What follows belongs to an exercise in optimizing a design on an open flow for small area, a short achievable clock period and few clock cycles per item; a production flow would make more cautious choices. RTL that was checked went through simulation tests only; none was proved equivalent to the original. Power and IR drop assume default switching activity.

==> run a <==
Design le_fpu, start of the top module:
module le_fpu (
    input  wire        clk,
    input  wire        rst,
    input  wire        in_valid,
    output wire        in_ready,
    input  wire [3:0]  in_fn,
    input  wire [31:0] in_a,
    input  wire [31:0] in_b,
    input  wire [31:0] in_c,
    output reg         out_valid,
    output reg  [31:0] out_result,
    output reg  [3:0]  out_flags
);
    localparam [31:0] QNAN = 32'h7FC0_0000;
    assign in_ready = 1'b1;
    reg        v0;
    reg [3:0]  fn0;
    reg [31:0] a0, b0, c0;
    reg        f_arith, f_add, y_is_b, f_fma, f_mul, f_cvt, f_i2f, f_f2i;
    reg        a_nz, b_nz, c_nz, a_ff, b_ff, c_ff;
    always @(posedge clk) begin
        a_nz    <= |in_a[30:23];
        b_nz    <= |in_b[30:23];
        c_nz    <= |in_c[30:23];
        a_ff    <= &in_a[30:23];
        b_ff    <= &in_b[30:23];
        c_ff    <= &in_c[30:23];
        v0      <= in_valid & ~rst;
        fn0     <= in_fn;
        a0      <= in_a;
        b0      <= in_b;
        c0      <= in_c;
        f_arith <= (in_fn[3:2] == 2'b00);    
        f_add   <= (in_fn[3:1] == 3'b000);   
        y_is_b  <= (in_fn[3:1] == 3'b001);   
        f_fma   <= (in_fn == 4'd3);
        f_mul   <= (in_fn == 4'd2);
        f_cvt   <= (in_fn[3:1] == 3'b111);   
        f_i2f   <= (in_fn == 4'd14);
        f_f2i   <= (in_fn == 4'd15);
    end
    wire [7:0] ea = a0[30:23];
    wire [7:0] eb = b0[30:23];
    wire [7:0] ec = c0[30:23];
    wire a_fr = |a0[22:0], b_fr = |b0[22:0], c_fr = |c0[22:0];
    wire a_nan = a_ff & a_fr, b_nan = b_ff & b_fr, c_nan = c_ff & c_fr;
    wire a_inf = a_ff & ~a_fr, b_inf = b_ff & ~b_fr, c_inf = c_ff & ~c_fr;
    wire a_snan = a_nan & ~a0[22], b_snan = b_nan & ~b0[22], c_snan = c_nan & ~c0[22];
    wire [23:0] ma = {a_nz, a0[22:0] & {23{a_nz}}};
    wire [23:0] mb = {b_nz, b0[22:0] & {23{b_nz}}};
    wire [23:0] mc = {c_nz, c0[22:0] & {23{c_nz}}};
    wire [23:0] xm = f_arith ? {a_nz, a0[22:0]} : {f_cvt & a0[31], 23'd0};
    wire [23:0] ym = y_is_b ? {b_nz, b0[22:0]} : 24'h80_0000;
    wire        sp = f_arith ? (a0[31] ^ (y_is_b & b0[31])) : (f_cvt & a0[31]);
    wire [76:0] pp_s, pp_c;
    le_fpu_mul24cs u_mul (.x(xm), .y(ym), .s(pp_s), .c(pp_c));
    wire [23:0] mz = f_add ? mb : mc;
    wire        z_nz = f_add ? b_nz : (f_fma & c_nz);
    wire [7:0]  ez = f_add ? eb : ec;
  ...
export LEC_CHECK = 0
export CAP_MARGIN = 20
export CORE_MARGIN = 2
export CORE_UTILIZATION = 60
export CTS_CLUSTER_DIAMETER = 100
export CTS_CLUSTER_SIZE = 20
export PLACE_DENSITY = 0.7
export SLEW_MARGIN = 20
create_clock -name core_clock -period 30.0 [get_ports {clk}]
standard.sh (not shown) runs the stock make flow with config.mk's settings and CLKGATE_MAP_FILE= SYNTH_SCRIPT=/design/flow/synth_recipe.tcl, a recipe that flattens the netlist after the stock synthesis.
==> flow/flow/run.sh <==
#!/bin/bash
# Own layout flow: the standard layout (standard.sh, all steps unchanged) with one
# hook after global placement, flow/ports.tcl, which gives the port buffers that the
# standard flow inserts a regular buffer cell (sky130_fd_sc_hd__buf_4) in place of the
# slow delay-buffer cell it picks by default. All output of the layout goes to
# standard.log here; ORFS's per-step logs stay under orfs/logs.
set -euo pipefail
W=$(pwd)
export POST_GLOBAL_PLACE_TCL="$W/flow/ports.tcl"
bash standard.sh finish > "$W/standard.log" 2>&1
==> flow/flow/ports.tcl <==
# Port buffers: the standard flow's flow inserts one buffer per input and output port (buffer_ports).
# Give them a regular buffer cell instead of the slow delay-buffer cell picked by default.
set n_swapped 0
foreach inst [[ord::get_db_block] getInsts] {
  set name [$inst getName]
  if {[regexp {^(input|output)[0-9]+$} $name]} {
    set master [[$inst getMaster] getName]
    if {$master ne "sky130_fd_sc_hd__buf_4"} {
      replace_cell [get_cells $name] [get_lib_cells */sky130_fd_sc_hd__buf_4]
      incr n_swapped
    }
  }
}
puts "ports.tcl: $n_swapped port buffers set to sky130_fd_sc_hd__buf_4"
==> inputs of run b, as changes to run a <==
--- a/flow/design.v
+++ b/flow/design.v
@@ -239,38 +239,25 @@
     wire [31:0] n3 = lzh[0] ? n4[31:0] : n4[39:8];
     wire        t3 = |n4[7:0] & ~lzh[0];
     wire [7:0]  tb = n3[31:24];
     wire [2:0]  lzl = tb[7] ? 3'd0 : tb[6] ? 3'd1 : tb[5] ? 3'd2 : tb[4] ? 3'd3 :
                       tb[3] ? 3'd4 : tb[2] ? 3'd5 : tb[1] ? 3'd6 : 3'd7;
-    wire [27:0] n2 = lzl[2] ? n3[27:0] : n3[31:4];
-    wire        t2 = |n3[3:0] & ~lzl[2];
-    wire [25:0] n1 = lzl[1] ? n2[25:0] : n2[27:2];
-    wire        t1s = |n2[1:0] & ~lzl[1];
-    wire [24:0] n0 = lzl[0] ? n1[24:0] : n1[25:1];
-    wire        t0s = n1[0] & ~lzl[0];
+    wire [6:0]  lz = {lzh, lzl};
+    wire [27:0] n2 = lz[2] ? n3[27:0] : n3[31:4];
+    wire        t2 = |n3[3:0] & ~lz[2];
+    wire [25:0] n1 = lz[1] ? n2[25:0] : n2[27:2];
+    wire        t1s = |n2[1:0] & ~lz[1];
+    wire [24:0] n0 = lz[0] ? n1[24:0] : n1[25:1];
+    wire        t0s = n1[0] & ~lz[0];
     wire        sticky = t5 | t4 | t3 | t2 | t1s | t0s;
     wire [23:0] sig  = n0[24:1];
     wire        rbit = n0[0];
     wire        rup  = rbit & (sticky | sig[0]);
-    reg  [24:0] allone;      
-    integer m;
-    always @* begin
-        allone[0] = 1'b1;
-        for (m = 1; m <= 24; m = m + 1)
-            allone[m] = allone[m-1] & sig[m-1];
-    end
-    wire [24:0] mr   = {1'b0, sig} ^ ({25{rup}} & allone);
-    wire signed [10:0] eh   = r_etop - $signed({4'd0, lzh, 3'd0});
-    wire signed [10:0] eh255 = eh - 11'sd255;
-    wire signed [10:0] eh254 = eh - 11'sd254;
-    wire signed [10:0] lzs  = $signed({8'd0, lzl});
-    wire signed [10:0] e_n  = eh - lzs;
-    wire        en_pos  = eh > lzs;              
-    wire        en_zero = eh == lzs;             
-    wire signed [10:0] e_n1 = (eh + 11'sd1) - lzs;
-    wire [7:0]  e_r  = mr[24] ? e_n1[7:0] : e_n[7:0];
-    wire        ovf  = (eh255 >= lzs) | ((eh254 == lzs) & mr[24]);
+    wire [24:0] mr   = {1'b0, sig} + {24'd0, rup};
+    wire signed [10:0] e_n = r_etop - $signed({4'd0, lz});
+    wire [7:0]  e_r  = e_n[7:0] + {7'd0, mr[24]};
+    wire        ovf  = (e_n >= 11'sd255) | ((e_n == 11'sd254) & mr[24]);
     reg [31:0] res;
     reg        of;
     always @* begin
         of = 1'b0;
         if (r_raw)
@@ -279,17 +266,17 @@
             res = QNAN;
         else if (r_inf)
             res = {r_sinf, 8'hFF, 23'd0};
         else if (mag_zero | r_fz)
             res = {r_zsgn, 31'd0};
-        else if (en_pos) begin
+        else if (e_n >= 11'sd1) begin
             if (ovf) begin
                 res = {s1, 8'hFF, 23'd0};
                 of  = 1'b1;
             end else
                 res = {s1, e_r, mr[22:0]};
-        end else if (en_zero && (&sig))
+        end else if ((e_n == 11'sd0) && (&sig))
             res = {s1, 8'd1, 23'd0};
         else
             res = {s1, 31'd0};
     end
     always @(posedge clk) begin
==> inputs of run c, as changes to run a <==
--- a/flow/design.v
+++ b/flow/design.v
@@ -47,12 +47,12 @@
     wire a_inf = a_ff & ~a_fr, b_inf = b_ff & ~b_fr, c_inf = c_ff & ~c_fr;
     wire a_snan = a_nan & ~a0[22], b_snan = b_nan & ~b0[22], c_snan = c_nan & ~c0[22];
     wire [23:0] ma = {a_nz, a0[22:0] & {23{a_nz}}};
     wire [23:0] mb = {b_nz, b0[22:0] & {23{b_nz}}};
     wire [23:0] mc = {c_nz, c0[22:0] & {23{c_nz}}};
-    wire [23:0] xm = f_arith ? {a_nz, a0[22:0]} : {f_cvt & a0[31], 23'd0};
-    wire [23:0] ym = y_is_b ? {b_nz, b0[22:0]} : 24'h80_0000;
+    wire [23:0] xm = f_arith ? {1'b1, a0[22:0]} : {f_cvt & a0[31], 23'd0};
+    wire [23:0] ym = {1'b1, b0[22:0] & {23{y_is_b}}};
     wire        sp = f_arith ? (a0[31] ^ (y_is_b & b0[31])) : (f_cvt & a0[31]);
     wire [76:0] pp_s, pp_c;
     le_fpu_mul24cs u_mul (.x(xm), .y(ym), .s(pp_s), .c(pp_c));
     wire [23:0] mz = f_add ? mb : mc;
     wire        z_nz = f_add ? b_nz : (f_fma & c_nz);
@@ -297,18 +297,18 @@
         out_result <= res;
         out_flags  <= {of, 1'b0, r_nv, r_sat};
     end
 endmodule
 module le_fpu_cadd #(
-    parameter integer W = 54
+    parameter integer W = 54,
+    parameter integer L = 6          
 ) (
     input  wire [W-1:0] x,
     input  wire [W-1:0] y,
     output wire [W-1:0] s0,
     output wire [W-1:0] s1
 );
-    localparam integer L = $clog2(W);
     wire [W-1:0] g0 = x & y;
     wire [W-1:0] p0 = x ^ y;
     wire [W-1:0] g [0:L];
     wire [W-1:0] p [0:L];
     assign g[0] = g0;
==> flow/flow/run.sh (replaced) <==
#!/bin/bash
# Own layout flow: the standard layout (standard.sh, all steps unchanged) with one
# hook after global placement, flow/ports.tcl, which gives the port buffers that the
# standard flow inserts regular buffer cells (sky130_fd_sc_hd__buf_4 on outputs,
# sky130_fd_sc_hd__buf_1 on inputs) in place of the slow delay-buffer cell it picks
# by default. All output of the layout goes to
# standard.log here; ORFS's per-step logs stay under orfs/logs.
set -euo pipefail
W=$(pwd)
export POST_GLOBAL_PLACE_TCL="$W/flow/ports.tcl"
bash standard.sh finish > "$W/standard.log" 2>&1
==> flow/flow/ports.tcl (replaced) <==
# Port buffers: the standard flow's flow inserts one buffer per input and output port (buffer_ports).
# Give them regular buffer cells instead of the slow delay-buffer cell picked by default:
# sky130_fd_sc_hd__buf_4 on the outputs (their paths set the clock period) and
# sky130_fd_sc_hd__buf_1 on the inputs (their paths have slack to spare).
set n_swapped 0
foreach inst [[ord::get_db_block] getInsts] {
  set name [$inst getName]
  if {[regexp {^(input|output)[0-9]+$} $name -> kind]} {
    set want [expr {$kind eq "output" ? "sky130_fd_sc_hd__buf_4" : "sky130_fd_sc_hd__buf_1"}]
    if {[[$inst getMaster] getName] ne $want} {
      replace_cell [get_cells $name] [get_lib_cells */$want]
      incr n_swapped
    }
  }
}
puts "ports.tcl: $n_swapped port buffers replaced"
==> run summary <==
Biggest fanout along the worst timing path: run b 66; run c 23; run a 1
Worst flop-to-flop path endpoint: run b out_result[13]; run c ks_r[44]; run a ks_r[30]
Post-synth cell types: run b 99; run c 110; run a 116
End of the critical path: run b out_result[13]; run c ks_r[44]; run a out_result[3]
First drt pass iteration count: run b 8; run c 6; run a 9
Critical path endpoint category: run b flop; run c flop; run a primary output
Starting utilization of the core area: run b 60.3%; run c 60.4%; run a 60.9%
Area overhead of the layout relative to synthesis: run b 5.84%; run c 4.78%; run a 5.54%
Switching power summed over all nets: run b 0.00181 W; run c 0.00195 W; run a 0.00201 W
Min-delay src: run b etop_a[0]; run c etop_a[0]; run a nan_a
Status: run b no timing/DRC/antenna violations; run c no timing/DRC/antenna violations; run a no timing/DRC/antenna violations
Setup slack of the worst register-to-register path: run b 22.83 ns; run c 22.70 ns; run a 23.26 ns
Simple-gate portion of the synthesized area: run b 15.5%; run c 14.3%; run a 15.6%
Testbench counts of run c, summed over its fixed seeds: cycles 16,024, items 16,000.
For run a and run b, only the layout was checked, not whether the RTL still works.

[what the ideal ports hide]
No port has a modelled driver above. Below, the same layouts with a new extraction and two added sets of constraints.
Step 1 (the two cells are an assumption about what drives the block):
set clk [get_ports {clk}]
set_driving_cell -lib_cell sky130_fd_sc_hd__clkbuf_16 $clk
set_driving_cell -lib_cell sky130_fd_sc_hd__buf_2 [delete_from_list [all_inputs] $clk]
Step 2 moves the port delays by t, midway between the first and last clock arrival at a register: inputs arrive t later, outputs are due t later. That takes back most of the time a late clock gives input paths.
Three values: ideal, step 1, step 2; two values: the first two.
| run | t (ns) | setup slack, ns | slew at the worst register clock pin (ns) | pins driven straight from the clock port |
|---|---|---|---|---|
| run a | 0.674 | 22.932 / 22.858 / 23.262 | 0.09 / 0.09 | 1 |
| run b | 0.676 | 22.827 / 22.827 / 22.827 | 0.09 / 0.09 | 1 |
| run c | 0.656 | 22.697 / 22.697 / 22.697 | 0.09 / 0.09 | 1 |
After both steps every run listed still meets setup and hold.
